This is an optimization exercise on Yosys and OpenROAD, whose aim is small area, a short achievable clock period and few clock cycles per item, not a production implementation. In this exercise RTL edits were held to simulation tests only and were not proved equivalent to the original.

==> flow/design.v (excerpt) <==
module aes_slice (
    input  wire         clk,
    input  wire         rst,
    input  wire         key_load,
    input  wire         key256,
    input  wire [255:0] key_in,
    input  wire         start,
    input  wire         decrypt,
    input  wire [127:0] din,
    output wire         busy,
    output reg          done,
    output reg  [127:0] dout
);
    reg [255:0] ke;          
    reg [255:0] kd;          
    reg         k256;        
    reg         dvalid;      
    reg         xp_on;       
    reg         xp_ph;       
    reg [3:0]   xp_r;        
    reg [47:0]  xp_t;        
    reg [47:0]  tke;         
    reg         tkev;        
    reg [127:0] s;
    reg [191:0] m;
    reg [255:0] ws, wm;      
    reg [47:0]  tk;          
    reg [31:0]  swm;         
    reg         vs, vm;      
    reg         ds, dm;      
    reg         ks, km;      
    reg [3:0]   rs, rm;      
    reg         lastm;       
    reg         rdy_e, rdy_d;
    function [11:0] sbf_a;
        input [7:0] a;
        reg t1, t2, t3, t4, t5, t6, t7, t8, t9, t10, t11, t12, t13, t14, t15, t16, t17, t18, t19, t20, t21, t22, t23, t24, t25, t26, t27, t28, t29, t30, t31, t32, t33, t34, t35, t36, t37, t38, t39, t40, t41, t42, t43, t44, t45, t46, t47, t48, t49, t50, t51, t52, t53, t54, t55, t56, t57, t58, t59, t60, t61, t62, t63, t64, t65, t66, t67, t68, t69, t70, t71, t72, t73, t74, t75, t76, t77, t78, t79, t80, t81, t82, t83, t84, t85, t86;
        begin
            t1 = a[1] ^ a[5];
            t2 = a[2] ^ a[3];
            t3 = a[5] ^ a[7];
            t4 = a[6] ^ t1;
            t5 = a[0] ^ t4;
            t6 = a[1] ^ a[7];
            t7 = a[2] ^ a[7];
            t8 = a[2] ^ a[4];
            t9 = a[1];
            t10 = t2 ^ t3;
  ...
Size: ~18000 cells after synthesis, about 520 I/O pins, ~120000 sq um of cells after synthesis.
export LEC_CHECK = 0
export ABC_AREA = 1
export CAP_MARGIN = 20
export CORE_MARGIN = 2
export CORE_UTILIZATION = 40
export PLACE_DENSITY = 0.6
export SETUP_SLACK_MARGIN = 4.35
export SLEW_MARGIN = 20
create_clock -name core_clock -period 8.5 [get_ports {clk}]
standard.sh (not shown) runs the stock make flow with config.mk's settings and CLKGATE_MAP_FILE= SYNTH_SCRIPT=/design/flow/synth_recipe.tcl, a recipe that flattens the netlist after the stock synthesis.
==> flow/flow/run.sh <==
#!/bin/bash
# Layout flow: the standard layout (standard.sh, ORFS synthesis to
# final layout, unchanged), except that Yosys's extraction of full and half
# adders is turned off (ADDER_MAP_FILE empty). The AES logic is almost all
# XOR, and the extracted ha/fa cells map it slower and larger than plain
# gates. Registers and their names are those of the standard synthesis.
# ORFS writes each step's full log under orfs/logs/; make's own output goes
# to flow_make.log here.
set -euo pipefail
bash standard.sh ADDER_MAP_FILE= finish > flow_make.log 2>&1
The starting point completed without violations.
Testbench counts at the start, summed over its fixed seeds: cycles 4,875, blocks 384.
Then changed:
--- a/flow/config.mk
+++ b/flow/config.mk
@@ -11,4 +11,4 @@
 export CORE_UTILIZATION = 40
 export PLACE_DENSITY = 0.6
-export SETUP_SLACK_MARGIN = 4.35
+export SETUP_SLACK_MARGIN = 4.25
 export SLEW_MARGIN = 20
What happened: Core utilization went down by 0.73 points. Cell area decreases by 1.5%. Register-to-register slack degrades by 0.02 ns. Final cell count fell by 0.41%. Count of clock-buffer cells in the layout does not change. Synthesized area does not change. Via count came out lower by 0.45%. Global-route usage is lower by 0.14 points.
Then changed:
--- a/flow/config.mk
+++ b/flow/config.mk
@@ -11,4 +11,4 @@
 export CORE_UTILIZATION = 40
 export PLACE_DENSITY = 0.6
-export SETUP_SLACK_MARGIN = 4.25
+export SETUP_SLACK_MARGIN = 4.4
 export SLEW_MARGIN = 20
Die area does not change. Final area came out higher by 2.4%. Worst setup slack gets better by 0.036 ns. Register-to-register slack is about the same. Wire length came out higher by 0.95%.

---

Setup of build 97:
Another version of the RTL of aes_slice (not shown whole).
Size: ~1700 flip-flops, ~130000 um^2 of cells after synthesis.
==> flow/config.mk <==
export PLATFORM = sky130hd
export DESIGN_NAME = aes_slice
export DESIGN_NICKNAME = aes_slice
export VERILOG_FILES = /design/flow/design.v
export SDC_FILE = /design/flow/constraint.sdc
export NUM_CORES = 4
export LEC_CHECK = 0
export ABC_AREA = 1
export CAP_MARGIN = 20
export CORE_MARGIN = 2
export CORE_UTILIZATION = 40
export PLACE_DENSITY = 0.6
export SETUP_SLACK_MARGIN = 4.5
export SLEW_MARGIN = 20
==> flow/constraint.sdc <==
create_clock -name core_clock -period 8.5 [get_ports {clk}]
set_input_delay 1.7000 -clock core_clock [delete_from_list [all_inputs] [get_ports {clk}]]
set_output_delay 1.7000 -clock core_clock [all_outputs]
set_load 0.01 [all_outputs]
Scripts as last shown in full above: flow/flow/run.sh
In summary, build 97 completed successfully, with a layout that passed the timing, design-rule and antenna checks.
Testbench counts of build 97, summed over its fixed seeds: cycles 4,861, blocks 384.
Edits applied to the flow inputs when going from build 97 to build 48:
Settings: CORE_UTILIZATION: 40 -> 55; PLACE_DENSITY: 0.6 -> 0.7; SETUP_SLACK_MARGIN: 4.5 -> 5.0.
--- outcome ---
- The flow ended early for build 48: it failed with a tool error in global routing (5_1_grt).
- Proportion of synthesized chip area in sequential cells came out exactly the same in build 97 and build 48.
- Re mean area per synthesized cell: no difference whatsoever between build 97 and build 48.
- Looking at build 97 and build 48, the clock sink total is a wash.
- Number of cells in the design after placement, build 97 and build 48, higher one = build 97.
- Depth of the CTS H-tree: build 48 vs build 97, no meaningful difference
- Changes observed in build 48 relative to build 97: number of synthesized flops with an enable pin barely changed; final estimated routing congestion in global placement climbed about 3.7%.
- Die height ended up about 15% lower on build 48 than on build 97.
- Note that the post-CTS setup repair buffer count recorded for build 48 amounts to 8.1 times the value seen in build 97.
#### Input delta (build 17 over build 48)
Settings: SETUP_SLACK_MARGIN changed from 5.0 to 4.0; PLACE_DENSITY changed from 0.7 to 0.65; CORE_UTILIZATION changed from 55 to 50.
Results
Build 17 | status: complete | timing, DRC, antenna: pass
Build 17 vs build 48, placement row count went up by about 5%.
On post-placement worst setup slack: build 17 sits above build 48.
Build 17 -> build 48: area after synthesis flat
The synthesized cell count of build 17 and that of build 48 are within noise of each other.

---

## rev 12
aes_slice, a different RTL version from the one above (not shown whole).
Size: roughly 18000 cells after synthesis, about 1900 flip-flops.
==> flow/config.mk <==
export PLATFORM = sky130hd
export DESIGN_NAME = aes_slice
export DESIGN_NICKNAME = aes_slice
export VERILOG_FILES = /design/flow/design.v
export SDC_FILE = /design/flow/constraint.sdc
export NUM_CORES = 4
export LEC_CHECK = 0
export ABC_AREA = 1
export CAP_MARGIN = 20
export CORE_MARGIN = 2
export CORE_UTILIZATION = 40
export PLACE_DENSITY = 0.6
export SETUP_SLACK_MARGIN = 4.25
export SLEW_MARGIN = 20
==> flow/constraint.sdc <==
create_clock -name core_clock -period 8.5 [get_ports {clk}]
set_input_delay 1.7000 -clock core_clock [delete_from_list [all_inputs] [get_ports {clk}]]
set_output_delay 1.7000 -clock core_clock [all_outputs]
set_load 0.01 [all_outputs]
Scripts as last shown in full above: flow/flow/run.sh
Testbench counts of rev 12, summed over its fixed seeds: cycles 4,864, blocks 384.
Edits applied to the flow inputs when going from rev 12 to rev 13:
diff --git a/flow/config.mk b/flow/config.mk
--- a/flow/config.mk
+++ b/flow/config.mk
@@ -12,3 +12,3 @@
 export PLACE_DENSITY = 0.6
-export SETUP_SLACK_MARGIN = 4.25
+export SETUP_SLACK_MARGIN = 4.0
 export SLEW_MARGIN = 20
--- outcome ---
Area growth from synthesis to final layout in rev 13 is 4.9 points below rev 12. Rev 13 ends up with a routed wire length that is 1.6% lower than in rev 12. Largest fanout of any net on the critical path on rev 13 is down relative to rev 12. On global-route wire length before repair, rev 12 loses to rev 13.

## static timing again, ports no longer ideal
The flow's constraints put no driver on any port. The routed layouts listed below were extracted and timed again, unchanged, in two steps.
Step 1: set_driving_cell puts a clkbuf_16 on clk and a buf_2 on each other input, an assumption about the parent block.
Step 2, shift: input delay + t, output delay - t, t = (earliest + latest rising clock arrival at the registers) / 2. This alone moves slack from input paths to output paths.
Three values: ideal ports, drivers, drivers and shift; two values: the first two.
run	shift t [ns]	setup slack, ns	hold WS [ns]	worst slew at a driven data input, ns
the first run of note 1	1.024	4.321 / 4.321 / 3.696	0.387 / 0.387 / 0.387	0.16
the second run of note 1	1.018	4.274 / 4.213 / 3.723	0.390 / 0.390 / 0.390	0.18
the third run of note 1	1.021	4.309 / 4.309 / 3.535	0.387 / 0.387 / 0.387	0.16
build 97	1.014	4.396 / 4.396 / 3.586	0.394 / 0.394 / 0.394	0.19
build 17	0.961	3.967 / 3.967 / 3.397	0.395 / 0.395 / 0.395	0.12
rev 12	1.022	4.283 / 4.283 / 3.843	0.357 / 0.357 / 0.357	0.27
rev 13	1.024	4.049 / 4.049 / 3.873	0.347 / 0.347 / 0.347	0.24
After both steps setup and hold are still met in every run listed. The setup slack of build 97, which loses most, moves by 0.000 ns with the drivers and by -0.810 ns with both steps.
